From an optimization exercise on the open Yosys and OpenROAD flow, aimed at small area, a short achievable clock period and few clock cycles per item; shortcuts taken in it are not production practice.
The RTL was checked by simulation tests, not by an equivalence proof against the original design.

`design.v`:
```
module aes_sbox_front (
    input  wire [7:0]  a,
    output wire [11:0] m
);
    wire [3:0] d;
    reg  [3:0] dinv;
    wire n0 = a[5] ^ a[6];
    wire n1 = a[1] ^ a[7];
    wire n2 = a[2] ^ a[4];
    wire n3 = a[1] ^ a[3];
    wire n4 = a[3] ^ a[4];
    wire n5 = a[0] ^ a[2];
    wire n6 = n0 ^ n1;
    wire n7 = a[5] ^ a[7];
    wire n8 = a[2] ^ a[7];
    wire n9 = n1 ^ n4;
    wire n10 = n1 ^ n2;
    wire n11 = n0 ^ n2;
    wire n12 = n5 ^ n6;
    wire n13 = n2 ^ n7;
    wire n14 = n4 ^ n6;
    wire n15 = a[2] ^ a[6];
    wire n16 = n15 ^ n3;
    wire n17 = a[0] ^ n9;
    wire n18 = a[2] ^ a[5];
    wire n19 = n18 ^ n3;
    wire n20 = a[0] ^ n0;
    wire n21 = a[6] ^ n3;
    wire n22 = n5 ^ n21;
    wire n23 = a[4] ^ a[7];
    wire n24 = a[0] ^ a[4];
    wire n25 = n0 ^ n24;
    wire n26 = a[0] ^ a[1];
    wire n27 = n0 ^ n26;
    wire n28 = a[0] ^ a[7];
    wire n29 = n0 ^ n28;
    wire n30 = a[3] ^ n11;
    wire n31 = a[2] ^ a[3];
    wire n32 = n3 ^ n11;
    wire n33 = n13 & n2;
    wire n34 = n14 & n8;
    wire n35 = n16 & n23;
    wire n36 = n9 & n10;
    wire n37 = n17 & n12;
    wire n38 = a[0] & n25;
    wire n39 = n19 & n1;
    wire n40 = n20 & n27;
    wire n41 = n22 & n29;
    wire n42 = a[1] ^ a[4];
    wire n43 = a[6] ^ n42;
    wire n44 = n36 ^ n43;
    wire n45 = n38 ^ n7;
    wire n46 = n33 ^ n37;
    wire n47 = a[7] ^ n31;
    wire n48 = n47 ^ n35;
    wire n49 = n44 ^ n48;
    wire n50 = n46 ^ n49;
    wire n51 = n34 ^ n45;
    wire n52 = n46 ^ n51;
    wire n53 = a[5] ^ n39;
    wire n54 = n40 ^ n37;
    wire n55 = n44 ^ n53;
    wire n56 = n54 ^ n55;
    wire n57 = a[1] ^ n40;
    wire n58 = n37 ^ n41;
    wire n59 = n45 ^ n57;
    wire n60 = n58 ^ n59;
    assign m[0] = n12;
    assign m[1] = n10;
    assign m[2] = n8;
    assign m[3] = n2;
    assign m[4] = n30;
    assign m[5] = n31;
    assign m[6] = n32;
    assign m[7] = n7;
    assign d[0] = n50;
    assign d[1] = n52;
    assign d[2] = n56;
    assign d[3] = n60;
    always @(*) begin
        case (d)
            4'h0: dinv = 4'h0;
            4'h1: dinv = 4'h1;
            4'h2: dinv = 4'h3;
            4'h3: dinv = 4'h2;
            4'h4: dinv = 4'ha;
            4'h5: dinv = 4'h8;
            4'h6: dinv = 4'he;
            4'h7: dinv = 4'hd;
            4'h8: dinv = 4'h5;
            4'h9: dinv = 4'hb;
            4'ha: dinv = 4'h4;
            4'hb: dinv = 4'h9;
            4'hc: dinv = 4'hf;
            4'hd: dinv = 4'h7;
            4'he: dinv = 4'h6;
            4'hf: dinv = 4'hc;
            default: dinv = 4'h0;
        endcase
    end
    assign m[11:8] = dinv;
endmodule
module aes_sbox_back (
    input  wire [11:0] m,
    output wire [7:0]  y
);
    wire n0 = m[6] ^ m[7];
    wire n1 = m[4] ^ m[5];
    wire n2 = m[10] ^ m[11];
    wire n3 = m[8] ^ m[9];
    wire n4 = m[5] ^ m[7];
    wire n5 = m[4] ^ m[6];
    wire n6 = m[2] ^ m[3];
    wire n7 = m[0] ^ m[1];
    wire n8 = n0 ^ n1;
    wire n9 = m[11] ^ m[9];
    wire n10 = m[10] ^ m[8];
    wire n11 = n2 ^ n3;
    wire n12 = m[3] ^ m[7];
    wire n13 = m[2] ^ m[6];
    wire n14 = n0 ^ n6;
    wire n15 = m[1] ^ m[5];
    wire n16 = m[0] ^ m[4];
    wire n17 = n1 ^ n7;
    wire n18 = m[1] ^ m[3];
    wire n19 = n18 ^ n4;
    wire n20 = m[0] ^ m[2];
    wire n21 = n20 ^ n5;
    wire n22 = n6 ^ n7;
    wire n23 = n22 ^ n8;
    wire n24 = m[7] & m[11];
    wire n25 = n12 & m[11];
    wire n26 = m[6] & m[10];
    wire n27 = n13 & m[10];
    wire n28 = n0 & n2;
    wire n29 = n14 & n2;
    wire n30 = m[5] & m[9];
    wire n31 = n15 & m[9];
    wire n32 = m[4] & m[8];
    wire n33 = n16 & m[8];
    wire n34 = n1 & n3;
    wire n35 = n17 & n3;
    wire n36 = n4 & n9;
    wire n37 = n19 & n9;
    wire n38 = n5 & n10;
    wire n39 = n21 & n10;
    wire n40 = n8 & n11;
    wire n41 = n23 & n11;
    wire n42 = n24 ^ n28;
    wire n43 = n29 ^ n42;
    wire n44 = n30 ^ n32;
    wire n45 = n41 ^ n43;
    wire n46 = n31 ^ n36;
    wire n47 = n39 ^ n44;
    wire n48 = n35 ^ n46;
    wire n49 = n37 ^ n47;
    wire n50 = n25 ^ n38;
    wire n51 = n39 ^ n50;
    wire n52 = n48 ^ n51;
    wire n53 = n45 ^ n52;
    wire n54 = n27 ^ n36;
    wire n55 = n38 ^ n37;
    wire n56 = n54 ^ n55;
    wire n57 = n45 ^ n56;
    wire n58 = n32 ^ n27;
    wire n59 = n33 ^ n34;
    wire n60 = n39 ^ n40;
    wire n61 = n46 ^ n58;
    wire n62 = n59 ^ n60;
    wire n63 = n61 ^ n45;
    wire n64 = n62 ^ n63;
    wire n65 = n25 ^ n31;
    wire n66 = n35 ^ n65;
    wire n67 = n47 ^ n66;
    wire n68 = n45 ^ n67;
    wire n69 = n25 ^ n43;
    wire n70 = n49 ^ n69;
    wire n71 = n26 ^ n28;
    wire n72 = n37 ^ n40;
    wire n73 = n71 ^ n41;
    wire n74 = n48 ^ n72;
    wire n75 = n73 ^ n74;
    wire n76 = n44 ^ n42;
    wire n77 = n31 ^ n33;
    wire n78 = n42 ^ n77;
    wire n79 = n78 ^ n49;
    wire n80 = ~n53;
    wire n81 = ~n57;
    wire n82 = ~n75;
    wire n83 = ~n76;
    assign y[0] = n80;
    assign y[1] = n81;
    assign y[2] = n64;
    assign y[3] = n68;
    assign y[4] = n70;
    assign y[5] = n82;
    assign y[6] = n83;
    assign y[7] = n79;
endmodule
module aes_col_back (
    input  wire [47:0] m,
    output wire [31:0] y,
    output wire [31:0] mc
);
    wire n0 = m[42] ^ m[43];
    wire n1 = m[40] ^ m[41];
    wire n2 = m[46] ^ m[47];
    wire n3 = m[44] ^ m[45];
    wire n4 = m[41] ^ m[43];
    wire n5 = m[40] ^ m[42];
    wire n6 = m[38] ^ m[39];
    wire n7 = m[36] ^ m[37];
    wire n8 = n0 ^ n1;
    wire n9 = m[45] ^ m[47];
    wire n10 = m[44] ^ m[46];
    wire n11 = n2 ^ n3;
    wire n12 = m[39] ^ m[43];
    wire n13 = m[38] ^ m[42];
    wire n14 = n0 ^ n6;
    wire n15 = m[37] ^ m[41];
    wire n16 = m[36] ^ m[40];
    wire n17 = n1 ^ n7;
    wire n18 = m[37] ^ m[39];
    wire n19 = n18 ^ n4;
    wire n20 = m[36] ^ m[38];
    wire n21 = n20 ^ n5;
    wire n22 = n6 ^ n7;
    wire n23 = n22 ^ n8;
    wire n24 = m[43] & m[47];
    wire n25 = n12 & m[47];
    wire n26 = m[42] & m[46];
    wire n27 = n13 & m[46];
    wire n28 = n0 & n2;
    wire n29 = n14 & n2;
    wire n30 = m[41] & m[45];
    wire n31 = n15 & m[45];
    wire n32 = m[40] & m[44];
    wire n33 = n16 & m[44];
    wire n34 = n1 & n3;
    wire n35 = n17 & n3;
    wire n36 = n4 & n9;
    wire n37 = n19 & n9;
    wire n38 = n5 & n10;
    wire n39 = n21 & n10;
    wire n40 = n8 & n11;
    wire n41 = n23 & n11;
    wire n42 = m[30] ^ m[31];
    wire n43 = m[28] ^ m[29];
    wire n44 = m[34] ^ m[35];
    wire n45 = m[32] ^ m[33];
    wire n46 = m[29] ^ m[31];
    wire n47 = m[28] ^ m[30];
    wire n48 = m[26] ^ m[27];
    wire n49 = m[24] ^ m[25];
    wire n50 = n42 ^ n43;
    wire n51 = m[33] ^ m[35];
    wire n52 = m[32] ^ m[34];
    wire n53 = n44 ^ n45;
    wire n54 = m[27] ^ m[31];
    wire n55 = m[26] ^ m[30];
    wire n56 = n42 ^ n48;
    wire n57 = m[25] ^ m[29];
    wire n58 = m[24] ^ m[28];
    wire n59 = n43 ^ n49;
    wire n60 = m[25] ^ m[27];
    wire n61 = n46 ^ n60;
    wire n62 = m[24] ^ m[26];
    wire n63 = n47 ^ n62;
    wire n64 = n48 ^ n49;
    wire n65 = n50 ^ n64;
    wire n66 = m[31] & m[35];
    wire n67 = n54 & m[35];
    wire n68 = m[30] & m[34];
    wire n69 = n55 & m[34];
    wire n70 = n42 & n44;
    wire n71 = n56 & n44;
    wire n72 = m[29] & m[33];
    wire n73 = n57 & m[33];
    wire n74 = m[28] & m[32];
    wire n75 = n58 & m[32];
    wire n76 = n43 & n45;
    wire n77 = n59 & n45;
    wire n78 = n46 & n51;
    wire n79 = n61 & n51;
    wire n80 = n47 & n52;
    wire n81 = n63 & n52;
    wire n82 = n50 & n53;
    wire n83 = n65 & n53;
    wire n84 = m[18] ^ m[19];
    wire n85 = m[16] ^ m[17];
    wire n86 = m[22] ^ m[23];
    wire n87 = m[20] ^ m[21];
    wire n88 = m[17] ^ m[19];
    wire n89 = m[16] ^ m[18];
    wire n90 = m[14] ^ m[15];
    wire n91 = m[12] ^ m[13];
    wire n92 = n84 ^ n85;
    wire n93 = m[21] ^ m[23];
    wire n94 = m[20] ^ m[22];
    wire n95 = n86 ^ n87;
    wire n96 = m[15] ^ m[19];
    wire n97 = m[14] ^ m[18];
    wire n98 = n84 ^ n90;
    wire n99 = m[13] ^ m[17];
    wire n100 = m[12] ^ m[16];
    wire n101 = n85 ^ n91;
    wire n102 = m[13] ^ m[15];
    wire n103 = n102 ^ n88;
    wire n104 = m[12] ^ m[14];
    wire n105 = n104 ^ n89;
    wire n106 = n90 ^ n91;
    wire n107 = n106 ^ n92;
    wire n108 = m[19] & m[23];
    wire n109 = n96 & m[23];
    wire n110 = m[18] & m[22];
    wire n111 = n97 & m[22];
    wire n112 = n84 & n86;
    wire n113 = n98 & n86;
    wire n114 = m[17] & m[21];
    wire n115 = n99 & m[21];
    wire n116 = m[16] & m[20];
    wire n117 = n100 & m[20];
    wire n118 = n85 & n87;
    wire n119 = n101 & n87;
    wire n120 = n88 & n93;
    wire n121 = n103 & n93;
    wire n122 = n89 & n94;
    wire n123 = n105 & n94;
    wire n124 = n92 & n95;
    wire n125 = n107 & n95;
    wire n126 = m[6] ^ m[7];
    wire n127 = m[4] ^ m[5];
    wire n128 = m[10] ^ m[11];
    wire n129 = m[8] ^ m[9];
    wire n130 = m[5] ^ m[7];
    wire n131 = m[4] ^ m[6];
    wire n132 = m[2] ^ m[3];
    wire n133 = m[0] ^ m[1];
    wire n134 = n126 ^ n127;
    wire n135 = m[11] ^ m[9];
    wire n136 = m[10] ^ m[8];
    wire n137 = n128 ^ n129;
    wire n138 = m[3] ^ m[7];
    wire n139 = m[2] ^ m[6];
    wire n140 = n126 ^ n132;
    wire n141 = m[1] ^ m[5];
    wire n142 = m[0] ^ m[4];
    wire n143 = n127 ^ n133;
    wire n144 = m[1] ^ m[3];
    wire n145 = n130 ^ n144;
    wire n146 = m[0] ^ m[2];
    wire n147 = n131 ^ n146;
    wire n148 = n132 ^ n133;
    wire n149 = n134 ^ n148;
    wire n150 = m[7] & m[11];
    wire n151 = n138 & m[11];
    wire n152 = m[6] & m[10];
    wire n153 = n139 & m[10];
    wire n154 = n126 & n128;
    wire n155 = n140 & n128;
    wire n156 = m[5] & m[9];
    wire n157 = n141 & m[9];
    wire n158 = m[4] & m[8];
    wire n159 = n142 & m[8];
    wire n160 = n127 & n129;
    wire n161 = n143 & n129;
    wire n162 = n130 & n135;
    wire n163 = n145 & n135;
    wire n164 = n131 & n136;
    wire n165 = n147 & n136;
    wire n166 = n134 & n137;
    wire n167 = n149 & n137;
    wire n168 = n24 ^ n28;
    wire n169 = n66 ^ n70;
    wire n170 = n108 ^ n112;
    wire n171 = n150 ^ n154;
    wire n172 = n168 ^ n29;
    wire n173 = n169 ^ n71;
    wire n174 = n113 ^ n170;
    wire n175 = n155 ^ n171;
    wire n176 = n30 ^ n32;
    wire n177 = n72 ^ n74;
    wire n178 = n114 ^ n116;
    wire n179 = n156 ^ n158;
    wire n180 = n172 ^ n41;
    wire n181 = n173 ^ n83;
    wire n182 = n125 ^ n174;
    wire n183 = n167 ^ n175;
    wire n184 = n31 ^ n36;
    wire n185 = n73 ^ n78;
    wire n186 = n115 ^ n120;
    wire n187 = n157 ^ n162;
    wire n188 = n176 ^ n39;
    wire n189 = n177 ^ n81;
    wire n190 = n123 ^ n178;
    wire n191 = n165 ^ n179;
    wire n192 = n184 ^ n35;
    wire n193 = n185 ^ n77;
    wire n194 = n119 ^ n186;
    wire n195 = n161 ^ n187;
    wire n196 = n188 ^ n37;
    wire n197 = n189 ^ n79;
    wire n198 = n121 ^ n190;
    wire n199 = n163 ^ n191;
    wire n200 = n25 ^ n38;
    wire n201 = n200 ^ n39;
    wire n202 = n192 ^ n201;
    wire n203 = n180 ^ n202;
    wire n204 = n27 ^ n36;
    wire n205 = n38 ^ n204;
    wire n206 = n37 ^ n205;
    wire n207 = n180 ^ n206;
    wire n208 = n32 ^ n27;
    wire n209 = n33 ^ n34;
    wire n210 = n184 ^ n208;
    wire n211 = n209 ^ n39;
    wire n212 = n40 ^ n210;
    wire n213 = n211 ^ n180;
    wire n214 = n212 ^ n213;
    wire n215 = n25 ^ n31;
    wire n216 = n215 ^ n35;
    wire n217 = n188 ^ n216;
    wire n218 = n180 ^ n217;
    wire n219 = n25 ^ n172;
    wire n220 = n196 ^ n219;
    wire n221 = n26 ^ n28;
    wire n222 = n221 ^ n37;
    wire n223 = n40 ^ n192;
    wire n224 = n222 ^ n41;
    wire n225 = n223 ^ n224;
    wire n226 = n176 ^ n168;
    wire n227 = n31 ^ n33;
    wire n228 = n168 ^ n227;
    wire n229 = n228 ^ n196;
    wire n230 = n67 ^ n80;
    wire n231 = n230 ^ n81;
    wire n232 = n193 ^ n231;
    wire n233 = n181 ^ n232;
    wire n234 = n69 ^ n78;
    wire n235 = n80 ^ n234;
    wire n236 = n79 ^ n235;
    wire n237 = n181 ^ n236;
    wire n238 = n74 ^ n69;
    wire n239 = n75 ^ n76;
    wire n240 = n185 ^ n238;
    wire n241 = n239 ^ n81;
    wire n242 = n82 ^ n240;
    wire n243 = n241 ^ n181;
    wire n244 = n242 ^ n243;
    wire n245 = n67 ^ n73;
    wire n246 = n245 ^ n77;
    wire n247 = n189 ^ n246;
    wire n248 = n181 ^ n247;
    wire n249 = n67 ^ n173;
    wire n250 = n197 ^ n249;
    wire n251 = n68 ^ n70;
    wire n252 = n251 ^ n79;
    wire n253 = n82 ^ n193;
    wire n254 = n252 ^ n83;
    wire n255 = n253 ^ n254;
    wire n256 = n177 ^ n169;
    wire n257 = n73 ^ n75;
    wire n258 = n169 ^ n257;
    wire n259 = n258 ^ n197;
    wire n260 = n109 ^ n122;
    wire n261 = n123 ^ n260;
    wire n262 = n194 ^ n261;
    wire n263 = n182 ^ n262;
    wire n264 = n111 ^ n120;
    wire n265 = n122 ^ n121;
    wire n266 = n264 ^ n265;
    wire n267 = n182 ^ n266;
    wire n268 = n116 ^ n111;
    wire n269 = n117 ^ n118;
    wire n270 = n123 ^ n124;
    wire n271 = n186 ^ n268;
    wire n272 = n269 ^ n270;
    wire n273 = n271 ^ n182;
    wire n274 = n272 ^ n273;
    wire n275 = n109 ^ n115;
    wire n276 = n119 ^ n275;
    wire n277 = n190 ^ n276;
    wire n278 = n182 ^ n277;
    wire n279 = n109 ^ n174;
    wire n280 = n198 ^ n279;
    wire n281 = n110 ^ n112;
    wire n282 = n121 ^ n124;
    wire n283 = n281 ^ n125;
    wire n284 = n194 ^ n282;
    wire n285 = n283 ^ n284;
    wire n286 = n178 ^ n170;
    wire n287 = n115 ^ n117;
    wire n288 = n170 ^ n287;
    wire n289 = n288 ^ n198;
    wire n290 = n151 ^ n164;
    wire n291 = n165 ^ n290;
    wire n292 = n195 ^ n291;
    wire n293 = n183 ^ n292;
    wire n294 = n153 ^ n162;
    wire n295 = n164 ^ n163;
    wire n296 = n294 ^ n295;
    wire n297 = n183 ^ n296;
    wire n298 = n158 ^ n153;
    wire n299 = n159 ^ n160;
    wire n300 = n165 ^ n166;
    wire n301 = n187 ^ n298;
    wire n302 = n299 ^ n300;
    wire n303 = n301 ^ n183;
    wire n304 = n302 ^ n303;
    wire n305 = n151 ^ n157;
    wire n306 = n161 ^ n305;
    wire n307 = n191 ^ n306;
    wire n308 = n183 ^ n307;
    wire n309 = n151 ^ n175;
    wire n310 = n199 ^ n309;
    wire n311 = n152 ^ n154;
    wire n312 = n163 ^ n166;
    wire n313 = n311 ^ n167;
    wire n314 = n195 ^ n312;
    wire n315 = n313 ^ n314;
    wire n316 = n179 ^ n171;
    wire n317 = n157 ^ n159;
    wire n318 = n171 ^ n317;
    wire n319 = n318 ^ n199;
    wire n320 = n229 ^ n259;
    wire n321 = n289 ^ n319;
    wire n322 = n259 ^ n289;
    wire n323 = n229 ^ n319;
    wire n324 = n256 ^ n286;
    wire n325 = n226 ^ n316;
    wire n326 = n233 ^ n263;
    wire n327 = n237 ^ n267;
    wire n328 = n248 ^ n278;
    wire n329 = n250 ^ n280;
    wire n330 = n255 ^ n285;
    wire n331 = n203 ^ n293;
    wire n332 = n207 ^ n297;
    wire n333 = n218 ^ n308;
    wire n334 = n220 ^ n310;
    wire n335 = n225 ^ n315;
    wire n336 = n244 ^ n274;
    wire n337 = n214 ^ n304;
    wire n338 = n293 ^ n320;
    wire n339 = n326 ^ n338;
    wire n340 = n203 ^ n233;
    wire n341 = n297 ^ n320;
    wire n342 = n327 ^ n340;
    wire n343 = n341 ^ n342;
    wire n344 = n207 ^ n237;
    wire n345 = n304 ^ n344;
    wire n346 = n336 ^ n345;
    wire n347 = n308 ^ n214;
    wire n348 = n244 ^ n320;
    wire n349 = n328 ^ n347;
    wire n350 = n348 ^ n349;
    wire n351 = n218 ^ n248;
    wire n352 = n310 ^ n320;
    wire n353 = n329 ^ n351;
    wire n354 = n352 ^ n353;
    wire n355 = n220 ^ n250;
    wire n356 = n315 ^ n330;
    wire n357 = n355 ^ n356;
    wire n358 = n316 ^ n324;
    wire n359 = n225 ^ n255;
    wire n360 = n358 ^ n359;
    wire n361 = n226 ^ n256;
    wire n362 = n361 ^ n259;
    wire n363 = n321 ^ n362;
    wire n364 = n263 ^ n322;
    wire n365 = n331 ^ n364;
    wire n366 = n267 ^ n322;
    wire n367 = n326 ^ n332;
    wire n368 = n366 ^ n367;
    wire n369 = n274 ^ n327;
    wire n370 = n337 ^ n369;
    wire n371 = n278 ^ n322;
    wire n372 = n333 ^ n336;
    wire n373 = n371 ^ n372;
    wire n374 = n280 ^ n322;
    wire n375 = n328 ^ n334;
    wire n376 = n374 ^ n375;
    wire n377 = n285 ^ n329;
    wire n378 = n335 ^ n377;
    wire n379 = n286 ^ n325;
    wire n380 = n379 ^ n330;
    wire n381 = n324 ^ n229;
    wire n382 = n321 ^ n381;
    wire n383 = n233 ^ n321;
    wire n384 = n331 ^ n383;
    wire n385 = n237 ^ n263;
    wire n386 = n293 ^ n321;
    wire n387 = n332 ^ n385;
    wire n388 = n386 ^ n387;
    wire n389 = n267 ^ n297;
    wire n390 = n244 ^ n389;
    wire n391 = n337 ^ n390;
    wire n392 = n248 ^ n274;
    wire n393 = n304 ^ n321;
    wire n394 = n333 ^ n392;
    wire n395 = n393 ^ n394;
    wire n396 = n250 ^ n278;
    wire n397 = n308 ^ n321;
    wire n398 = n334 ^ n396;
    wire n399 = n397 ^ n398;
    wire n400 = n255 ^ n280;
    wire n401 = n310 ^ n335;
    wire n402 = n400 ^ n401;
    wire n403 = n256 ^ n325;
    wire n404 = n285 ^ n315;
    wire n405 = n403 ^ n404;
    wire n406 = n286 ^ n316;
    wire n407 = n406 ^ n319;
    wire n408 = n320 ^ n407;
    wire n409 = n203 ^ n323;
    wire n410 = n326 ^ n409;
    wire n411 = n207 ^ n323;
    wire n412 = n327 ^ n331;
    wire n413 = n411 ^ n412;
    wire n414 = n214 ^ n332;
    wire n415 = n336 ^ n414;
    wire n416 = n218 ^ n323;
    wire n417 = n328 ^ n337;
    wire n418 = n416 ^ n417;
    wire n419 = n220 ^ n323;
    wire n420 = n329 ^ n333;
    wire n421 = n419 ^ n420;
    wire n422 = n225 ^ n330;
    wire n423 = n334 ^ n422;
    wire n424 = n226 ^ n324;
    wire n425 = n424 ^ n335;
    wire n426 = n325 ^ n289;
    wire n427 = n320 ^ n426;
    wire n428 = ~n203;
    wire n429 = ~n339;
    wire n430 = ~n207;
    wire n431 = ~n343;
    wire n432 = ~n225;
    wire n433 = ~n357;
    wire n434 = ~n226;
    wire n435 = ~n360;
    wire n436 = ~n233;
    wire n437 = ~n365;
    wire n438 = ~n237;
    wire n439 = ~n368;
    wire n440 = ~n255;
    wire n441 = ~n378;
    wire n442 = ~n256;
    wire n443 = ~n380;
    wire n444 = ~n263;
    wire n445 = ~n384;
    wire n446 = ~n267;
    wire n447 = ~n388;
    wire n448 = ~n285;
    wire n449 = ~n402;
    wire n450 = ~n286;
    wire n451 = ~n405;
    wire n452 = ~n293;
    wire n453 = ~n410;
    wire n454 = ~n297;
    wire n455 = ~n413;
    wire n456 = ~n315;
    wire n457 = ~n423;
    wire n458 = ~n316;
    wire n459 = ~n425;
    assign y[24] = n428;
    assign mc[24] = n429;
    assign y[25] = n430;
    assign mc[25] = n431;
    assign y[26] = n214;
    assign mc[26] = n346;
    assign y[27] = n218;
    assign mc[27] = n350;
    assign y[28] = n220;
    assign mc[28] = n354;
    assign y[29] = n432;
    assign mc[29] = n433;
    assign y[30] = n434;
    assign mc[30] = n435;
    assign y[31] = n229;
    assign mc[31] = n363;
    assign y[16] = n436;
    assign mc[16] = n437;
    assign y[17] = n438;
    assign mc[17] = n439;
    assign y[18] = n244;
    assign mc[18] = n370;
    assign y[19] = n248;
    assign mc[19] = n373;
    assign y[20] = n250;
    assign mc[20] = n376;
    assign y[21] = n440;
    assign mc[21] = n441;
    assign y[22] = n442;
    assign mc[22] = n443;
    assign y[23] = n259;
    assign mc[23] = n382;
    assign y[8] = n444;
    assign mc[8] = n445;
    assign y[9] = n446;
    assign mc[9] = n447;
    assign y[10] = n274;
    assign mc[10] = n391;
    assign y[11] = n278;
    assign mc[11] = n395;
    assign y[12] = n280;
    assign mc[12] = n399;
    assign y[13] = n448;
    assign mc[13] = n449;
    assign y[14] = n450;
    assign mc[14] = n451;
    assign y[15] = n289;
    assign mc[15] = n408;
    assign y[0] = n452;
    assign mc[0] = n453;
    assign y[1] = n454;
    assign mc[1] = n455;
    assign y[2] = n304;
    assign mc[2] = n415;
    assign y[3] = n308;
    assign mc[3] = n418;
    assign y[4] = n310;
    assign mc[4] = n421;
    assign y[5] = n456;
    assign mc[5] = n457;
    assign y[6] = n458;
    assign mc[6] = n459;
    assign y[7] = n319;
    assign mc[7] = n427;
endmodule
module aes_enc_core (
    input  wire         clk,
    input  wire         rst,         
    input  wire         key_load,    
    input  wire [1:0]   key_len,     
    input  wire [255:0] key,         
    input  wire         in_valid,
    output reg          in_ready,
    input  wire [127:0] in_data,
    output reg          out_valid,
    output wire [127:0] out_data
);
    reg         l128, l192, l256;    
    reg  [3:0]  nr;                  
    reg  [2:0]  kp;                  
    reg         krdy;                
    reg         vS, xS;              
    reg  [3:0]  rS;                  
    reg         vM, xM;              
    reg  [3:0]  rM;                  
    reg         yslot;               
    wire        lastM = (rM == nr);
    wire        contM = vM && !lastM;                
    wire        accept = in_valid && in_ready;
    wire        xacc = accept && !yslot;             
    reg  [255:0] ks;
    reg  [255:0] kw;
    reg  [31:0]  ksi;                
    reg  [47:0]  km;                 
    wire [31:0] K0 = kw[255:224], K1 = kw[223:192], K2 = kw[191:160], K3 = kw[159:128];
    wire [31:0] K4 = kw[127:96],  K5 = kw[95:64],   K6 = kw[63:32],   K7 = kw[31:0];
    wire [31:0] S7 = ks[31:0];
    wire [47:0] km_d;
    wire [31:0] kb;                  
    genvar g;
    generate
        for (g = 0; g < 4; g = g + 1) begin : g_ksb
            aes_sbox_front u_f (.a(ksi[31-8*g -: 8]), .m(km_d[47-12*g -: 12]));
            aes_sbox_back  u_b (.m(km[47-12*g -: 12]), .y(kb[31-8*g -: 8]));
        end
    endgenerate
    reg         c_en;                
    reg         c_fix;               
    reg  [1:0]  c_b;                 
    reg         c_t4, c_t2;          
    reg  [7:0]  c_rc;                
    reg         c_rot, c_x4;         
    wire [31:0] B0 = (c_b == 2'd2) ? K4 : (c_b == 2'd1) ? K2 : K0;
    wire [31:0] B1 = (c_b == 2'd2) ? K5 : (c_b == 2'd1) ? K3 : K1;
    wire [31:0] B2 = (c_b == 2'd2) ? K6 : (c_b == 2'd1) ? K4 : K2;
    wire [31:0] B3 = (c_b == 2'd2) ? K7 : (c_b == 2'd1) ? K5 : K3;
    wire [31:0] x7 = {32{c_t4 | c_t2}} & K7;
    wire [31:0] y7 = {32{c_t2}} & K7;
    wire [31:0] Q1 = B0 ^ B1;
    wire        c01 = !(c_t4 | c_t2);                
    wire        c23 = !c_t2;                         
    wire [31:0] rcw = {c_rc, 24'h000000};
    wire [31:0] P0 = B0 ^ x7 ^ ({32{c01}} & rcw);
    wire [31:0] P1 = Q1 ^ x7 ^ ({32{c01}} & rcw);
    wire [31:0] P2 = ({32{!c_t4}} & Q1) ^ B2 ^ y7 ^ ({32{c23}} & rcw);
    wire [31:0] P3 = P2 ^ B3;
    wire [31:0] n0 = P0 ^ ({32{c01}} & kb);
    wire [31:0] n1 = P1 ^ ({32{c01}} & kb);
    wire [31:0] n2 = P2 ^ ({32{c23}} & kb);
    wire [31:0] n3 = P3 ^ ({32{c23}} & kb);
    wire [31:0] nx = P3 ^ ({32{c_x4}} & (K6 ^ K7)) ^ ({32{c23}} & kb);
    wire [31:0] nxr = c_rot ? {nx[23:0], nx[31:24]} : nx;
    reg  [127:0] s;                  
    reg  [191:0] m;                  
    reg  [127:0] outr;
    assign out_data = outr;
    wire [127:0] ark = s ^ kw[255:128];
    wire [191:0] m_d;
    generate
        for (g = 0; g < 16; g = g + 1) begin : g_sb
            aes_sbox_front u_f (.a(ark[127-8*g -: 8]), .m(m_d[191-12*g -: 12]));
        end
    endgenerate
    wire [127:0] sub, mix;
    genvar c;
    generate
        for (c = 0; c < 4; c = c + 1) begin : g_col
            aes_col_back u_cb (
                .m({m[191-12*(4*c)         -: 12],
                    m[191-12*(4*((c+1)%4)+1) -: 12],
                    m[191-12*(4*((c+2)%4)+2) -: 12],
                    m[191-12*(4*((c+3)%4)+3) -: 12]}),
                .y(sub[127-32*c -: 32]),
                .mc(mix[127-32*c -: 32]));
        end
    endgenerate
    always @(posedge clk) begin
        m    <= m_d;
        s    <= contM ? mix : in_data;
        outr <= sub ^ kw[127:0];
        km   <= km_d;
        ksi  <= c_en ? nxr : {S7[23:0], S7[31:24]};
    end
    function [3:0] mod3;             
        input [3:0] r;
        mod3 = r % 3;
    endfunction
    function [7:0] rcon_of;          
        input [3:0] r;
        input       a128, a192;
        reg   [3:0] e;
        begin
            if (a128)      e = r;                           
            else if (a192) e = (r * 2 + 1) / 3;             
            else           e = (r - 1) / 2;                 
            case (e)
                4'd0: rcon_of = 8'h01;
                4'd1: rcon_of = 8'h02;
                4'd2: rcon_of = 8'h04;
                4'd3: rcon_of = 8'h08;
                4'd4: rcon_of = 8'h10;
                4'd5: rcon_of = 8'h20;
                4'd6: rcon_of = 8'h40;
                4'd7: rcon_of = 8'h80;
                4'd8: rcon_of = 8'h1b;
                default: rcon_of = 8'h36;
            endcase
        end
    endfunction
    wire        vS_n = contM || accept;
    wire        xS_n = contM ? xM : !yslot;
    wire [3:0]  rS_n = contM ? rM + 4'd1 : 4'd1;
    wire        np_n = (!vS_n || rS_n == nr) && (!vS || rS == nr);
    wire [2:0]  kp_n = key_load ? 3'd1 : (kp == 3'd0 || kp == 3'd7) ? kp : kp + 3'd1;
    wire        krdy_n = key_load ? (key_len == 2'd2) :
                         (krdy || (kp_n >= 3'd3));
    wire        st_n = vS && xS && (rS != nr);
    wire [3:0]  r1   = rS + 4'd1;    
    wire [3:0]  m3c  = mod3(rS);
    wire [3:0]  m3n  = mod3(r1);
    always @(posedge clk) begin
        if (rst) begin
            krdy      <= 1'b0;
            kp        <= 3'd0;
            vS        <= 1'b0;
            vM        <= 1'b0;
            yslot     <= 1'b0;
            in_ready  <= 1'b0;
            out_valid <= 1'b0;
            c_en      <= 1'b0;
            c_fix     <= 1'b0;
        end else begin
            kp        <= kp_n;
            krdy      <= krdy_n;
            vS        <= vS_n;
            vM        <= vS;
            yslot     <= xacc;
            in_ready  <= krdy_n && (np_n || xacc);
            out_valid <= vM && lastM;
            c_en      <= st_n || (kp_n == 3'd3 && !l256);
            c_fix     <= kp_n == 3'd3 && !l256;
        end
        xS <= xS_n;
        rS <= rS_n;
        xM <= xS;
        rM <= rS;
        if (kp_n == 3'd3 && !l256) begin
            c_b   <= 2'd0;
            c_t4  <= 1'b0;
            c_t2  <= 1'b0;
            c_rc  <= 8'h01;
            c_rot <= 1'b1;
            c_x4  <= 1'b0;
        end else begin
            c_b   <= l128 ? 2'd2 : l192 ? 2'd1 : 2'd0;
            c_t4  <= l192 && m3c == 4'd0;
            c_t2  <= l192 && m3c == 4'd1;
            c_rc  <= (l256 && !rS[0]) ? 8'h00 : rcon_of(rS, l128, l192);
            c_rot <= l128 || (l256 && r1[0]) || (l192 && m3n != 4'd1);
            c_x4  <= l192 && m3n == 4'd0;
        end
        if (key_load) begin
            l128 <= key_len != 2'd1 && key_len != 2'd2;
            l192 <= key_len == 2'd1;
            l256 <= key_len == 2'd2;
            nr   <= (key_len == 2'd1) ? 4'd12 : (key_len == 2'd2) ? 4'd14 : 4'd10;
        end
    end
    always @(posedge clk) begin
        if (key_load) begin
            ks[255:32] <= key[255:32];
            ks[31:0]   <= (key_len == 2'd1) ? key[95:64] :
                          (key_len == 2'd2) ? key[31:0] : key[159:128];
        end else if (c_en && c_fix) begin
            if (l128) ks[127:0] <= {n0, n1, n2, n3};
            else      ks[63:0]  <= {n0, n1};
        end
    end
    always @(posedge clk) begin
        if (kp == 3'd1 || xacc)
            kw[255:128] <= ks[255:128];
        else if (c_en && !c_fix)
            kw[255:128] <= kw[127:0];
        if (kp == 3'd1 || (vS && xS && rS == 4'd1))
            kw[127:0] <= ks[127:0];
        else if (c_en && !c_fix)
            kw[127:0] <= {n0, n1, n2, n3};
    end
endmodule
```
`run.sh`:
```
#!/bin/bash
# synth_recipe.tcl (not shown) runs the flow's synth.tcl, then flattens the netlist and writes it again
# the make line also repeats each setting of config.mk as NAME=value (left out here)
make -C /OpenROAD-flow-scripts/flow DESIGN_CONFIG=/design/flow/config.mk WORK_HOME=/design/flow/orfs CLKGATE_MAP_FILE= SYNTH_SCRIPT=/design/flow/synth_recipe.tcl finish
```
`config.mk`:
```
export PLATFORM = sky130hd
export DESIGN_NAME = aes_enc_core
export DESIGN_NICKNAME = aes_enc_core
export VERILOG_FILES = /design/flow/design.v
export SDC_FILE = /design/flow/constraint.sdc
export NUM_CORES = 8
export LEC_CHECK = 0
export CAP_MARGIN = 20
export CORE_MARGIN = 2
export CORE_UTILIZATION = 40
export SLEW_MARGIN = 20
```
`constraint.sdc`:
```
create_clock -name core_clock -period 10.0 [get_ports {clk}]
set_input_delay 2.0000 -clock core_clock [delete_from_list [all_inputs] [get_ports {clk}]]
set_output_delay 2.0000 -clock core_clock [all_outputs]
set_load 0.01 [all_outputs]
```
==> results.txt, run 1 <==
area growth from synthesis to layout=15.9%; count of different cell masters after synthesis=95; time the final worst path needs with I/O delays and setup=5020 ps; number of hold buffers added after CTS=0; I/O pin count=520; Placeable Area=186000 sq um; leading cell types in the layout, fill and taps excluded=sky130_fd_sc_hd__xnor2_1, sky130_fd_sc_hd__nand2_1, sky130_fd_sc_hd__xor2_1; filler instances=17600; critical path required time=10680 ps; vias in the first global route=56500; outcome=no timing/DRC/antenna violations; maximum achievable frequency=199 MHz; maximum clock skew at final layout=34.8 ps; drt via density=5.46; antenna-violating nets left=0; final layout net count=8832; number of synthesized register bits=1080; share of post-route cells with drive strength above 1=7.75%; Routed wire per std cell=26.3 microns; initial drt markers=6455; Final Max Slew Viols=0; worst-margin pin slew=1270 ps; worst min-delay path category=reg -> reg; first-pass GRT wire length=405000 microns; pre-CTS worst setup slack=4480 ps; number of H-tree levels=4; post_cts resized=0; final routed DRC violation total=0; gp weighted congestion=1.01; remaining global-route overflow=0; syn_nets=8518; sort of element at the end of the critical path=flip-flop; worst rel slew slack=15.4%; total die area=191000 sq um; number of setup buffers added after CTS=0; vertical die dimension=437 microns; CTS Root Buffer Type=sky130_fd_sc_hd__clkbuf_16; CTS clock-pin slew for the worst setup and hold paths=60 ps; area taken by flip-flops and latches=26800 sq um; total detailed-routing wirelength=289000 microns; startpoint type of the worst setup path=flip-flop; netlist area before placement=75000 sq um; final cell count without fillers=11000; worst hold margin=442 ps; TritonCTS clock tree=built; async set-or-reset flop fraction in the synthesized netlist=0%; CTS buffer count=133; Initial Utilization=40.3%; overall global routing resource usage=29.2%; post-synthesis cell count=8069; number of sinks driven by the clock tree=1080; drt pass-1 iters=6; pin count of the biggest net entering global routing=189; top_reg_cell synth=sky130_fd_sc_hd__dfxtp_1; total negative setup slack=0 ps; area taken by multi-input logic gates=46100 sq um; Placed Cells incl. Taps=10700; final standard cell utilization of the core=46.8%; total of endpoints with negative setup slack in the final report=0; crit path max fanout=52; number of vias in the routed layout=60000; Final Cycle Share=50.2%; post-synth top area share=20.7%; Cell Area, Placed=82400 sq um; number of flops mapped to enable cells by yosys=517; estimated wirelength of the detail-placed design=229000 microns; chip width=437 microns; number of rows created at floorplan=158; number of violations of the max-capacitance limit=0; most common library cell in the layout ignoring fill and taps=sky130_fd_sc_hd__xnor2_1; antenna violations before repair=23; area of all placed cells without fillers=86900 sq um; Bufs on Longest Clock Path=3; setup slack of the critical path after layout=4980 ps; final hold viol count=0; top area cells in the synthesized netlist=sky130_fd_sc_hd__edfxtp_1, sky130_fd_sc_hd__xnor2_1, sky130_fd_sc_hd__dfxtp_1, sky130_fd_sc_hd__xor2_1, sky130_fd_sc_hd__nand2_1; count of yosys warnings during synthesis=2; critical path start-end classification=reg -> reg; leading area contributor after synthesis=sky130_fd_sc_hd__edfxtp_1; sequential element share of the synthesized area=35.7%; worst path arrival time=5700 ps; setup repair after global routing missed its margin=false; Mean Syn Cell Area=9.29 sq um; count of buffers from port buffering=519; clock latency on the worst-skew pair=800 ps
worst max-delay path, cell delays in order, from the launching register on:
cell and delay, ps:
sky130_fd_sc_hd__dfxtp_2 310, sky130_fd_sc_hd__buf_4 390, sky130_fd_sc_hd__nand2b_4 450, sky130_fd_sc_hd__buf_4 420, sky130_fd_sc_hd__buf_4 570, sky130_fd_sc_hd__o221ai_1 270
sky130_fd_sc_hd__xor2_1 320, sky130_fd_sc_hd__nand2b_1 140, sky130_fd_sc_hd__xnor2_2 370, sky130_fd_sc_hd__mux2_2 390, sky130_fd_sc_hd__a311o_1 280, sky130_fd_sc_hd__nor3_2 290
sky130_fd_sc_hd__xnor2_1 170, sky130_fd_sc_hd__o21a_1 200, sky130_fd_sc_hd__a32o_1 250
synthesized netlist by cell type, drive strengths merged, types with 30 or more instances:
| master | count |
|---|---|
| nor2b | 88 |
| a22oi | 33 |
| a31oi | 36 |
| nand2 | 886 |
| o22ai | 90 |
| inv | 160 |
| xnor2 | 1809 |
| nand3 | 96 |
| a21oi | 309 |
| edfxtp | 517 |
| clkbuf | 298 |
| mux2i | 176 |
| o221ai | 31 |
| a211oi | 51 |
| dfxtp | 563 |
| nor2 | 601 |
| o22a | 46 |
| or2 | 30 |
| nor3 | 59 |
| o211ai | 46 |
| xor2 | 726 |
| ha | 59 |
| o21ai | 576 |
| mux2 | 190 |
| and2 | 30 |
| buf | 115 |
| nand2b | 101 |
sequential cells by signal (all words and copies together) (netlist names), 2 cells and up:
signal,flops
c_rc,8
rM,4
km,48
kp,3
c_b,2
nr,2
m,192
rS,4
ks,256
s,128
ksi,32
outr,128
kw,256
routing by layer:
| layer | vias to the layer above | GRT usage [%] | part of all wire, % |
|---|---|---|---|
| met5 | - | 0 | 0.0055 |
| met4 | 2 | 20.1 | 7.9 |
| met3 | 569 | 4.78 | 7.4 |
| met2 | 2714 | 45.4 | 45 |
| met1 | 28800 | 37.2 | 40 |
| li1 | 27900 | - | - |
cells by family (layout without fill, tap and decap cells):
kind of cell               Yosys count  after routing  synth area share [%]
xor gates and xnor gates          2568           2568                  31.6
and+or+nand+nor                   1999           1999                  11.6
AOI/OAI and AO/OA                 1406           1406                  11.4
DFF                               1080           1080                  35.7
buffers and inverters              573            999                  3.05
muxes                              376            376                  5.51
adders and majority gates           67             67                  1.09
other                                0             12                     0
area by class of cell:
type                            count  area share [%]
Clock inverter                     64           0.688
Tap cell                         2480            3.57
Sequential cell                  1080            30.8
Clock buffer                      183            4.45
Antenna cell                       12          0.0346
Inverter                          160           0.691
Multi-Input combinational cell   6416            53.1
Timing Repair Buffer              592            6.66
path summary, 6_finish.rpt:
check | from | endpoint | slack [ps] | cells past startpoint
max | c_b[0] | ksi[10] | 4980 | 14
min reg2reg | xS | xM | 440 | 0
min | xS | xM | 440 | 0
max reg2reg | c_b[0] | ksi[10] | 4980 | 14
Testbench counts, summed over its fixed seeds: cycles 22,059, items 1,687.
==> run 2: changes to the inputs <==
==> flow/run.sh (new file) <==
#!/bin/bash
# Own layout flow: the standard flow (standard.sh, unchanged synthesis
# script and steps) with two settings changed:
#  - synthesis maps the logic with the ABC script in flow/abc.script (an
#    area-oriented mapping) instead of ORFS's speed script;
#  - the timing repair steps (floorplan, CTS, global route) aim for the extra
#    setup slack given in flow/margin.txt, so that the layout is sized for a
#    short period although the clock stays at the design's period.
# Each tool's output goes to a log file of its own in this folder.
set -uo pipefail
W=$PWD
SD=$W/scripts_own
rm -rf "$SD"; mkdir -p "$SD"
for f in "$FLOW_HOME"/scripts/*; do ln -s "$f" "$SD/"; done
if [[ -f "$W/flow/abc.script" ]]; then
  rm -f "$SD/abc_area.script"; cp "$W/flow/abc.script" "$SD/abc_area.script"
  ABC="ABC_AREA=1"
else
  ABC="ABC_AREA=0"
fi
MARGIN=$(cat "$W/flow/margin.txt")
bash standard.sh SCRIPTS_DIR="$SD" $ABC synth > "$W/synth.log" 2>&1 || { tail -30 "$W/synth.log"; exit 1; }
bash standard.sh SETUP_SLACK_MARGIN="$MARGIN" finish > "$W/layout.log" 2>&1 || { tail -30 "$W/layout.log"; exit 1; }
==> flow/abc.script (new file) <==
strash
dch
map -a
==> flow/margin.txt (new file) <==
6.5
==> standard.sh (new file) <==
#!/bin/bash
# synth_recipe.tcl (not shown) runs the flow's synth.tcl, then flattens the netlist and writes it again
# the make line also repeats each setting of config.mk as NAME=value (left out here)
make -C /OpenROAD-flow-scripts/flow DESIGN_CONFIG=/design/flow/config.mk WORK_HOME=/design/flow/orfs CLKGATE_MAP_FILE= SYNTH_SCRIPT=/design/flow/synth_recipe.tcl "${@:-finish}"
removed: run.sh
==> run 2 against run 1 <==
Effect of this change: still clean; largest cell class unchanged; synthesized cell count rose by 4.7%; first-iteration DRC count fell by 4.0%; sequential share of layout area fell by 1.2 points.
==> results.txt, run 2 <==
clock latency on the worst-skew pair=820 ps (was 800 ps); Initial Utilization=40.3% (about the same); vias in the first global route=59700 (was 56500); leading cell types in the layout, fill and taps excluded=sky130_fd_sc_hd__nand2_1, sky130_fd_sc_hd__xor2_1, sky130_fd_sc_hd__xnor2_1 (was sky130_fd_sc_hd__xnor2_1, sky130_fd_sc_hd__nand2_1, sky130_fd_sc_hd__xor2_1); I/O pin count=520 (unchanged); time the final worst path needs with I/O delays and setup=3480 ps (was 5020 ps); maximum clock skew at final layout=37.4 ps (was 34.8 ps); number of synthesized register bits=1080 (unchanged); number of sinks driven by the clock tree=1080 (unchanged); worst path arrival time=4190 ps (was 5700 ps); worst min-delay path category=reg -> reg (unchanged); netlist area before placement=71100 sq um (was 75000 sq um); first-pass GRT wire length=416000 microns (was 405000 microns); slack of the worst reg-to-reg path=6520 ps (was 4980 ps); number of rows created at floorplan=154 (was 158); TritonCTS clock tree=built (unchanged); antenna violations before repair=21 (was 23); post-synthesis cell count=8448 (was 8069); total die area=181000 sq um (was 191000 sq um); number of vias in the routed layout=63300 (was 60000); setup repair after global routing missed its margin=true (was false); top area cells in the synthesized netlist=sky130_fd_sc_hd__edfxtp_1, sky130_fd_sc_hd__xor2_1, sky130_fd_sc_hd__dfxtp_1, sky130_fd_sc_hd__xnor2_1, sky130_fd_sc_hd__nand2_1 (was sky130_fd_sc_hd__edfxtp_1, sky130_fd_sc_hd__xnor2_1, sky130_fd_sc_hd__dfxtp_1, sky130_fd_sc_hd__xor2_1, sky130_fd_sc_hd__nand2_1); final routed DRC violation total=0 (unchanged); Final Cycle Share=34.8% (was 50.2%); vertical die dimension=426 microns (was 437 microns); outcome=no timing/DRC/antenna violations (unchanged); CTS Root Buffer Type=sky130_fd_sc_hd__clkbuf_16 (unchanged); drt pass-1 iters=8 (was 6); count of buffers from port buffering=519 (unchanged); registers with the most flip-flops=ks: 256 flops, kw: 256 flops, m: 192 flops (unchanged); number of flops mapped to enable cells by yosys=517 (unchanged); Placed Cells incl. Taps=11400 (was 10700); FF-to-FF Start=c_b[1] (was c_b[0]); drt via density=5.34 (was 5.46); Final Max Slew Viols=0 (unchanged); Mean Syn Cell Area=8.42 sq um (was 9.29 sq um); gp weighted congestion=1.03 (was 1.01); count of yosys warnings during synthesis=2 (unchanged); most common library cell in the layout ignoring fill and taps=sky130_fd_sc_hd__nand2_1 (was sky130_fd_sc_hd__xnor2_1); crit path max fanout=37 (was 52); initial drt markers=6194 (was 6455); pre-CTS worst setup slack=5240 ps (was 4480 ps); number of cells on the worst reg-to-reg path=15 (was 14); Routed wire per std cell=25.6 microns (was 26.3 microns); capture instance of the worst register-to-register path=ksi[27] (was ksi[10]); leading area contributor after synthesis=sky130_fd_sc_hd__edfxtp_1 (unchanged); overall global routing resource usage=32.0% (was 29.2%); worst-margin pin slew=1240 ps (was 1270 ps); number of violations of the max-capacitance limit=0 (unchanged); Placeable Area=176000 sq um (was 186000 sq um); sequential element share of the synthesized area=37.7% (was 35.7%); origin of the worst setup path=c_b[1] (was c_b[0]); startpoint type of the worst setup path=flip-flop (unchanged); sort of element at the end of the critical path=flip-flop (unchanged); critical path required time=10710 ps (was 10680 ps); post-synth top area share=21.8% (was 20.7%); total detailed-routing wirelength=304000 microns (was 289000 microns); total of endpoints with negative setup slack in the final report=0 (unchanged); Critical path destination=ksi[27] (was ksi[10]); critical path start-end classification=reg -> reg (unchanged); number of H-tree levels=4 (unchanged); worst rel slew slack=17.1% (was 15.4%); CTS buffer count=133 (unchanged); area growth from synthesis to layout=27.5% (was 15.9%); final layout net count=9851 (was 8832); chip width=426 microns (was 437 microns); cell with the most instances after synthesis=sky130_fd_sc_hd__nand2_1 (was sky130_fd_sc_hd__xnor2_1); maximum achievable frequency=287 MHz (was 199 MHz); final cell count without fillers=11900 (was 11000); pin count of the biggest net entering global routing=129 (was 189); Post-synth top cells=sky130_fd_sc_hd__nand2_1, sky130_fd_sc_hd__xor2_1, sky130_fd_sc_hd__xnor2_1 (was sky130_fd_sc_hd__xnor2_1, sky130_fd_sc_hd__nand2_1, sky130_fd_sc_hd__xor2_1); beginning of the worst hold path=xS (unchanged); Bufs on Longest Clock Path=3 (unchanged); CTS clock-pin slew for the worst setup and hold paths=60 ps (about the same); syn_nets=8897 (was 8518); share of post-route cells with drive strength above 1=15.1% (was 7.75%); antenna-violating nets left=0 (unchanged); estimated wirelength of the detail-placed design=229000 microns (about the same); total negative setup slack=0 ps (unchanged); top_reg_cell synth=sky130_fd_sc_hd__dfxtp_1 (unchanged); remaining global-route overflow=0 (unchanged); final hold viol count=0 (unchanged); count of different cell masters after synthesis=41 (was 95); setup slack of the critical path after layout=6520 ps (was 4980 ps); async set-or-reset flop fraction in the synthesized netlist=0% (unchanged)
==> run 2: changes by cell type after synthesis, moves of 157 or more <==
cell,before,now
sky130_fd_sc_hd__mux2_2,188,0
sky130_fd_sc_hd__o21ai_0,512,746
sky130_fd_sc_hd__clkbuf_1,292,0
sky130_fd_sc_hd__nand2_1,886,1909
sky130_fd_sc_hd__clkinv_1,0,671
sky130_fd_sc_hd__xor2_1,710,1549
sky130_fd_sc_hd__inv_1,157,0
sky130_fd_sc_hd__mux2i_1,176,2
sky130_fd_sc_hd__or2_2,19,258
sky130_fd_sc_hd__xnor2_1,1736,916
sky130_fd_sc_hd__nor2_1,590,334
==> run 2: repair_timing <==
| item | CTS | global route |
|---|---|---|
| pin swaps | 48 | 116 |
| resized for setup | 470 | 507 |
| setup endpoints to repair | 728 | 689 |
| buffers inserted | 85 | 123 |
| gates cloned | 8 | 8 |
| hold buffers | 0 | 0 |
==> run 2: final cells by class <==
cell class / count / area [sq um]
fill: 16500 / 85600
multi-input combinational: 6699 / 45900
sequential: 1080 / 26900
timing repair buffer: 815 / 7790
clock buffer: 182 / 3780
tap: 2340 / 2930
inverter: 671 / 2610
clock inverter: 64 / 716
timing repair inverter: 2 / 31.3
antenna: 6 / 15.0
==> run 2: critical path, cell delays in order (launching register included) <==
cell,delay [ps]
sky130_fd_sc_hd__dfxtp_2,340
sky130_fd_sc_hd__clkinv_4,80
sky130_fd_sc_hd__nand2_8,140
sky130_fd_sc_hd__buf_12,150
sky130_fd_sc_hd__buf_12,240
sky130_fd_sc_hd__nor2_1,70
sky130_fd_sc_hd__a21oi_1,110
sky130_fd_sc_hd__a21boi_2,320
sky130_fd_sc_hd__xor2_1,320
sky130_fd_sc_hd__nor2_1,90
sky130_fd_sc_hd__xnor2_1,260
sky130_fd_sc_hd__xor2_2,300
sky130_fd_sc_hd__xnor2_2,220
sky130_fd_sc_hd__xor2_2,390
sky130_fd_sc_hd__a21oi_1,120
sky130_fd_sc_hd__o21ai_0,170
==> run 2: metal layers <==
layer / global-route usage, % / vias up / share of wire, %
li1: - / 29500 / -
met1: 39.3 / 30100 / 38
met2: 50.4 / 2987 / 45
met3: 5.81 / 771 / 8.8
met4: 23.5 / 12 / 8.7
met5: 0 / - / 0.024
==> run 2: logic make-up after synthesis <==
group           count (synthesis)  share of synthesized area (%)
compound gates               1442                           11.6
xor+xnor                     2465                           30.4
fa+ha+maj                      59                           1.04
buf+inv                       673                           3.55
flops                        1080                           37.7
mux                             2                         0.0282
simple gates                 2727                           15.8
==> run 2: how the worst min path moves through the flow <==
| stage | to | depth (start not counted) |
|---|---|---|
| 2_1_floorplan | xM | 0 |
| 3_3_place_gp | xM | 0 |
| 3_5_place_dp | xM | 0 |
| 4_1_cts | xM | 0 |
| 5_1_grt | xM | 0 |
| 6_report | xM | 0 |
==> run 2: stage by stage <==
step	hold slack, ps	cell area, sq um	util, %
after global routing	381	90700	51.4
final	363	90700	51.4
after floorplan	338	71200	-
after global placement	349	80000	45.4
after CTS	367	86900	49.3
after detailed placement	353	80000	45.4
==> run 3: changes to the inputs <==
==> flow/run.sh (replaced) <==
#!/bin/bash
# Own layout flow: the standard flow (standard.sh, with its synthesis
# script and steps) with these settings changed:
#  - synthesis maps the logic with the ABC script in flow/abc.script (an
#    area-oriented mapping) instead of ORFS's speed script;
#  - the make variables listed in flow/make_vars.txt (one VAR=value per
#    line) are added to both make runs: among them SETUP_SLACK_MARGIN, so
#    that the timing repair steps aim for extra setup slack and the layout is
#    sized for a short period, although the clock stays at the design's.
# Each tool's output goes to a log file of its own in this folder.
set -uo pipefail
W=$PWD
SD=$W/scripts_own
rm -rf "$SD"; mkdir -p "$SD"
for f in "$FLOW_HOME"/scripts/*; do ln -s "$f" "$SD/"; done
rm -f "$SD/abc_area.script"; cp "$W/flow/abc.script" "$SD/abc_area.script"
VARS=()
if [[ -f "$W/flow/make_vars.txt" ]]; then
  while IFS= read -r line; do
    [[ -z "$line" || "$line" == \#* ]] && continue
    VARS+=("$line")
  done < "$W/flow/make_vars.txt"
fi
bash standard.sh SCRIPTS_DIR="$SD" ABC_AREA=1 "${VARS[@]}" synth > "$W/synth.log" 2>&1 || { tail -30 "$W/synth.log"; exit 1; }
bash standard.sh "${VARS[@]}" finish > "$W/layout.log" 2>&1 || { tail -30 "$W/layout.log"; exit 1; }
==> flow/make_vars.txt (new file) <==
SETUP_SLACK_MARGIN=6.5
BUFFER_PORTS_ARGS=-buffer_cell sky130_fd_sc_hd__buf_2
removed: flow/margin.txt
==> run 3 against run 2 <==
Effect of this change: clock skew increased by 9.1 ps; sequential cell count did not move; clock-buffer cell count is 7 higher; critical path depth shrank 4; sequential share of layout area grew 0.72 points; setup slack got worse by 55 ps; still clean on timing, DRC and antenna; synthesized area is the same; first-iteration DRC count rose by 11%; register-to-register slack got worse by 30 ps.
==> results.txt, run 3 <==
Initial Utilization=40.3% (unchanged); Bufs on Longest Clock Path=3 (unchanged); total detailed-routing wirelength=302000 microns (was 304000 microns); CTS clock-pin slew for the worst setup and hold paths=60 ps (about the same); Mean Syn Cell Area=8.42 sq um (unchanged); Final Cycle Share=35.4% (was 34.8%); setup slack of the critical path after layout=6460 ps (was 6520 ps); area taken by flip-flops and latches=26900 sq um (about the same); netlist area before placement=71100 sq um (unchanged); first-pass GRT wire length=414000 microns (was 416000 microns); vertical die dimension=426 microns (unchanged); number of H-tree levels=4 (unchanged); crit path max fanout=52 (was 37); syn_nets=8897 (unchanged); top area cells in the synthesized netlist=sky130_fd_sc_hd__edfxtp_1, sky130_fd_sc_hd__xor2_1, sky130_fd_sc_hd__dfxtp_1, sky130_fd_sc_hd__xnor2_1, sky130_fd_sc_hd__nand2_1 (unchanged); post-synthesis cell count=8448 (unchanged); post-synth top area share=21.8% (unchanged); time the final worst path needs with I/O delays and setup=3540 ps (was 3480 ps); filler instances=16700 (was 16500); worst path arrival time=4240 ps (was 4190 ps); worst hold margin=363 ps (about the same); I/O pin count=520 (unchanged); sequential element share of the synthesized area=37.7% (unchanged); initial drt markers=6859 (was 6194); number of sinks driven by the clock tree=1080 (unchanged); setup repair after global routing missed its margin=true (unchanged); drt via density=5.34 (about the same); area taken by multi-input logic gates=45900 sq um (about the same); sort of element at the end of the critical path=flip-flop (unchanged); number of rows created at floorplan=154 (unchanged); Critical Path, Cell by Cell=buf_16 -> buf_16 -> clkinv_1 -> buf_6 -> o21ai_0 -> a21oi_1 -> or2_2 -> nor3_4 -> nor2_1 -> clkinv_1 -> a211oi_2 (was clkinv_4 -> nand2_8 -> buf_12 -> buf_12 -> nor2_1 -> a21oi_1 -> a21boi_2 -> xor2_1 -> nor2_1 -> xnor2_1 -> xor2_2 -> xnor2_2 -> xor2_2 -> a21oi_1 -> o21ai_0); final hold viol count=0 (unchanged); async set-or-reset flop fraction in the synthesized netlist=0% (unchanged); estimated wirelength of the detail-placed design=227000 microns (was 229000 microns); final layout net count=9869 (was 9851); maximum achievable frequency=283 MHz (was 287 MHz); leading area contributor after synthesis=sky130_fd_sc_hd__edfxtp_1 (unchanged); pin count of the biggest net entering global routing=129 (unchanged); count of different cell masters after synthesis=41 (unchanged); most common library cell in the layout ignoring fill and taps=sky130_fd_sc_hd__nand2_1 (unchanged); final routed DRC violation total=0 (unchanged); maximum clock skew at final layout=46.5 ps (was 37.4 ps); CTS buffer count=132 (was 133); worst-margin pin slew=1240 ps (about the same); total negative setup slack=0 ps (unchanged); library cell contributing the largest single delay on the critical path=sky130_fd_sc_hd__buf_6 (was sky130_fd_sc_hd__xor2_2); Post-synth top cells=sky130_fd_sc_hd__nand2_1, sky130_fd_sc_hd__xor2_1, sky130_fd_sc_hd__xnor2_1 (unchanged); count of buffer and inverter cells on the critical path=5 (was 3); critical path start-end classification=in -> reg (was reg -> reg); worst min-delay path category=reg -> reg (unchanged); vias in the first global route=59300 (was 59700); registers with the most flip-flops=ks: 256 flops, kw: 256 flops, m: 192 flops (unchanged); drt pass-1 iters=9 (was 8); share of post-route cells with drive strength above 1=20.4% (was 15.1%); total die area=181000 sq um (unchanged); final standard cell utilization of the core=50.2% (was 51.4%); number of violations of the max-capacitance limit=0 (unchanged); pre-CTS worst setup slack=4870 ps (was 5240 ps); count of yosys warnings during synthesis=2 (unchanged); count of buffers from port buffering=519 (unchanged); outcome=no timing/DRC/antenna violations (unchanged); remaining global-route overflow=0 (unchanged); number of synthesized register bits=1080 (unchanged); top_reg_cell synth=sky130_fd_sc_hd__dfxtp_1 (unchanged); startpoint type of the worst setup path=input pin (was flip-flop); number of flops mapped to enable cells by yosys=517 (unchanged); critical path's top delay family=buffers and inverters (was XOR/XNOR gates); cell with the most instances after synthesis=sky130_fd_sc_hd__nand2_1 (unchanged); area growth from synthesis to layout=24.5% (was 27.5%); total of endpoints with negative setup slack in the final report=0 (unchanged); overall global routing resource usage=31.8% (was 32.0%); Routed wire per std cell=25.4 microns (was 25.6 microns); number of vias in the routed layout=63500 (was 63300); chip width=426 microns (unchanged); antenna violations before repair=33 (was 21); worst rel slew slack=17.6% (was 17.1%); Placeable Area=176000 sq um (unchanged); gp weighted congestion=1.01 (was 1.03); highest cell delay on the worst timing path=300 ps (was 390 ps); clock latency on the worst-skew pair=820 ps (about the same); TritonCTS clock tree=built (unchanged); CTS Root Buffer Type=sky130_fd_sc_hd__clkbuf_16 (unchanged); Final Max Slew Viols=0 (unchanged); antenna-violating nets left=0 (unchanged); leading cell types in the layout, fill and taps excluded=sky130_fd_sc_hd__nand2_1, sky130_fd_sc_hd__xor2_1, sky130_fd_sc_hd__xnor2_1 (unchanged); critical path required time=10700 ps (was 10710 ps)
## run 3: through the flow
stage	area [sq um]	cells
6_report	88500	11900
5_1_grt	88400	11900
4_1_cts	84600	11700
3_5_place_dp	77300	11400
3_3_place_gp	77300	11400
2_1_floorplan	71200	8448
## run 3: cell families after synthesis
kind of cell | after synthesis | share of synthesized area (%)
muxes | 2 | 0.0282
xor gates and xnor gates | 2465 | 30.4
adders and majority gates | 59 | 1.04
DFF | 1080 | 37.7
AOI/OAI and AO/OA | 1442 | 11.6
buffers and inverters | 673 | 3.55
and+or+nand+nor | 2727 | 15.8
## run 3: per-layer routing
| metal | vias up | wire length, microns | track usage (%) |
|---|---|---|---|
| met5 | - | 81 | 0 |
| met4 | 10 | 27300 | 24.0 |
| met3 | 772 | 27000 | 6.26 |
| met2 | 3083 | 134000 | 49.7 |
| met1 | 30100 | 113000 | 38.8 |
| li1 | 29600 | - | - |
## run 3: timing repair
action	CTS	global route
pin swaps	61	122
buffers inserted	103	138
resized for setup	315	486
cloned	10	4
hold buffers	0	0
setup endpoints to repair	760	391
## run 3: cell type report
class,instances,area share (%)
multi-input cells,6701,51.9
flip-flops and latches,1080,30.4
repair buffers,832,6.16
clock buffers,189,4.36
well taps,2340,3.31
inverters,671,2.94
clock inverters,57,0.899
diodes,22,0.0622
repair inverters,2,0.0311
## run 3: worst reg2reg max path, cell delays in order (launching register included)
cell and delay [ps]:
sky130_fd_sc_hd__dfxtp_2 340, sky130_fd_sc_hd__inv_8 120, sky130_fd_sc_hd__nor2_4 80, sky130_fd_sc_hd__buf_12 150
sky130_fd_sc_hd__buf_16 180, sky130_fd_sc_hd__inv_2 160, sky130_fd_sc_hd__buf_12 250, sky130_fd_sc_hd__o22ai_1 140
sky130_fd_sc_hd__a21oi_1 530, sky130_fd_sc_hd__xor2_1 250, sky130_fd_sc_hd__xor2_1 210, sky130_fd_sc_hd__xnor2_1 190
sky130_fd_sc_hd__xor2_1 250, sky130_fd_sc_hd__xor2_1 220, sky130_fd_sc_hd__a21oi_1 100, sky130_fd_sc_hd__a22o_2 240
## run 3: final timing paths
path	cells past startpoint	endpoint	slack [ps]	startpoint
worst max register to register	15	ksi[22]	6490	c_b[1]
worst min register to register	0	xM	360	xS
worst max-delay path	11	c_rc[3]	6460	key_load
worst min-delay path	0	xM	360	xS

afterwards: timing with drivers on the ports:
No port has a modelled driver above. Below, the same layouts with a new extraction and two added sets of constraints. Step 1 assumes that a clkbuf_16 drives the clock port and a buf_2 every other input. Step 2 moves the port delays by t, midway between the first and last clock arrival at a register: inputs arrive t later, outputs are due t later. That takes back most of the time a late clock gives input paths. Slacks: no drivers / after step 1 / after step 2; pairs: no drivers / after step 1.
run | t, ns | slack for setup (ns) | pins driven straight from the clock port
run 1 | 0.878 | 4.981 / 4.981 / 4.395 | 1
run 2 | 0.883 | 6.519 / 6.454 / 5.694 | 1
run 3 | 0.884 | 6.465 / 6.348 / 5.464 | 1
After both steps setup and hold are still met in every run listed. For run 3, which loses most, drivers alone change the setup slack by -0.117 ns; drivers and shift together by -1.001 ns.
